What follows belongs to an exercise in optimizing a design on an open flow for small area, a short achievable clock period and few clock cycles per item; a production flow would make more cautious choices.
The RTL was checked by simulation tests, not by an equivalence proof against the original design.
Power is estimated from default activity; no workload was simulated.

## run 1
==> flow/design.v (excerpt) <==
module enc_scaler (
    input  wire        clk,
    input  wire        rst,
    input  wire        enc_a,
    input  wire        enc_b,
    input  wire [15:0] min_edge,
    input  wire        cnt_load,
    input  wire [31:0] cnt_load_count,
    input  wire [31:0] cnt_load_ext,
    input  wire        fault_load,
    input  wire [31:0] fault_load_val,
    input  wire        status_clr,
    output wire        filt_a,
    output wire        filt_b,
    output reg  [31:0] count,
    output reg  [31:0] count_ext,
    output reg         wrap_flag,
    output reg  [31:0] fault_count,
    output reg         fault_sat,
    input  wire        req_valid,
    output wire        req_ready,
    input  wire        req_set,
    input  wire [63:0] req_value,
    input  wire [31:0] pos_num,
    input  wire [30:0] pos_den,
    output wire        resp_valid,
    output wire [63:0] resp_pos
);
Size in the first run: about 11000 cells after synthesis, about 1400 flip-flops, ~410 I/O pins, ~94000 sq um of cells after synthesis.
==> flow/config.mk <==
export PLATFORM = sky130hd
export DESIGN_NAME = enc_scaler
export DESIGN_NICKNAME = enc_scaler
export VERILOG_FILES = /design/flow/design.v
export SDC_FILE = /design/flow/constraint.sdc
export NUM_CORES = 4
export LEC_CHECK = 0
export CAP_MARGIN = 20
export CORE_MARGIN = 2
export CORE_UTILIZATION = 40
export PLACE_DENSITY = 0.6
export SLEW_MARGIN = 20
==> flow/constraint.sdc <==
create_clock -name core_clock -period 10.0 [get_ports {clk}]
set_input_delay 2.0000 -clock core_clock [delete_from_list [all_inputs] [get_ports {clk}]]
set_output_delay 2.0000 -clock core_clock [all_outputs]
set_load 0.01 [all_outputs]
standard.sh (not shown) runs the stock make flow with config.mk's settings and CLKGATE_MAP_FILE= SYNTH_SCRIPT=/design/flow/synth_recipe.tcl, a recipe that flattens the netlist after the stock synthesis.
==> flow/flow/run.sh <==
#!/bin/bash
set -euo pipefail
bash standard.sh SETUP_SLACK_MARGIN=6 finish > flow_make.log 2>&1
Run 1 went all the way through synthesis, placement and routing and the layout is clean on timing, DRC and antenna.
Testbench counts of run 1, summed over its fixed seeds: cycles 9,226, items 800.
Edits applied to the flow inputs when going from run 1 to run 2:
- putting SETUP_SLACK_MARGIN at 5 where nothing was set
==> flow/run.sh (new file) <==
#!/bin/bash
# synth_recipe.tcl (not shown) runs the flow's synth.tcl, then flattens the netlist and writes it again
# the make line also repeats each setting of config.mk as NAME=value (left out here)
make -C /OpenROAD-flow-scripts/flow DESIGN_CONFIG=/design/flow/config.mk WORK_HOME=/design/flow/orfs CLKGATE_MAP_FILE= SYNTH_SCRIPT=/design/flow/synth_recipe.tcl finish
removed: flow/flow/run.sh
removed: flow/standard.sh
==> comparison <==
Critical path buffer and inverter count in run 2 is 1 below run 1. Of the two values seen for launch point of the critical path, u_ps.g_div[1].u_d.R[26] was produced by run 2 and u_ps.g_div[2].u_d.den[18] by run 1. Of run 1 and run 2, run 1 shows the lower number of antenna violations at the first check in global routing, with run 2 above it. The lower wire length of run 1 and run 2 is in run 2. Comparing run 1 and run 2, the higher switching power is on run 1. Compared with run 1, run 2 ends up with a smaller final cell area.
## Diff of input files: run 3 against run 2
- SETUP_SLACK_MARGIN no longer set, was 5
==> flow/flow/run.sh (new file) <==
#!/bin/bash
set -euo pipefail
bash standard.sh SETUP_SLACK_MARGIN=5.5 finish > flow_make.log 2>&1
==> flow/standard.sh (new file) <==
#!/bin/bash
# synth_recipe.tcl (not shown) runs the flow's synth.tcl, then flattens the netlist and writes it again
# the make line also repeats each setting of config.mk as NAME=value (left out here)
make -C /OpenROAD-flow-scripts/flow DESIGN_CONFIG=/design/flow/config.mk WORK_HOME=/design/flow/orfs CLKGATE_MAP_FILE= SYNTH_SCRIPT=/design/flow/synth_recipe.tcl "${@:-finish}"
removed: flow/run.sh
Findings:
Run 3 reports a higher area growth from synthesis to layout than run 2 does. The post-route clock period utilization of run 3 falls short of that of run 2 by 6.1 points. The post-route cell area of run 3 exceeds that of run 2 by 1.9%. Diff run 3..run 2 | synthesis-stage register bit count | unchanged. Having completed the whole flow, run 3 delivered a layout that passed the timing, design-rule and antenna checks. The final layout from run 2, which completed every stage, passed the timing, design-rule and antenna checks at the end of the flow. Total power of run 3 is higher than that of run 2. Between run 2 and run 3, the storage element area figures differ only marginally. In run 3 relative to run 2, number of global-route vias before repair had gone up slightly. Final cell count, run 3 and run 2: smaller value in run 2.

==> re-timing with driven ports <==
No port has a modelled driver above. Below, the same layouts with a new extraction and two added sets of constraints. Step 1 sets driving cells, clkbuf_16 on the clock port and buf_2 on the other inputs (assumed; they add their load-dependent delay and slew). Step 2 also shifts input and output timing later by t, the mid clock arrival at the registers, as if the neighbouring blocks saw the same clock. a / b / c = no drivers / after step 1 / after step 2; a / b = the first two.
| run | t, ns | setup slack, ns | worst setup path at the end | clock arrival spread, ns |
|---|---|---|---|---|
| run 1 | 0.928 | 5.741 / 5.741 / 5.677 | input to register | 0.113 / 0.113 |
| run 2 | 0.943 | 4.884 / 4.884 / 4.884 | register to register | 0.111 / 0.111 |
| run 3 | 0.943 | 5.495 / 5.495 / 5.495 | register to register | 0.110 / 0.110 |
After both steps setup and hold are still met in every run listed. For run 1, which loses most, drivers alone change the setup slack by 0.000 ns; drivers and shift together by -0.064 ns.
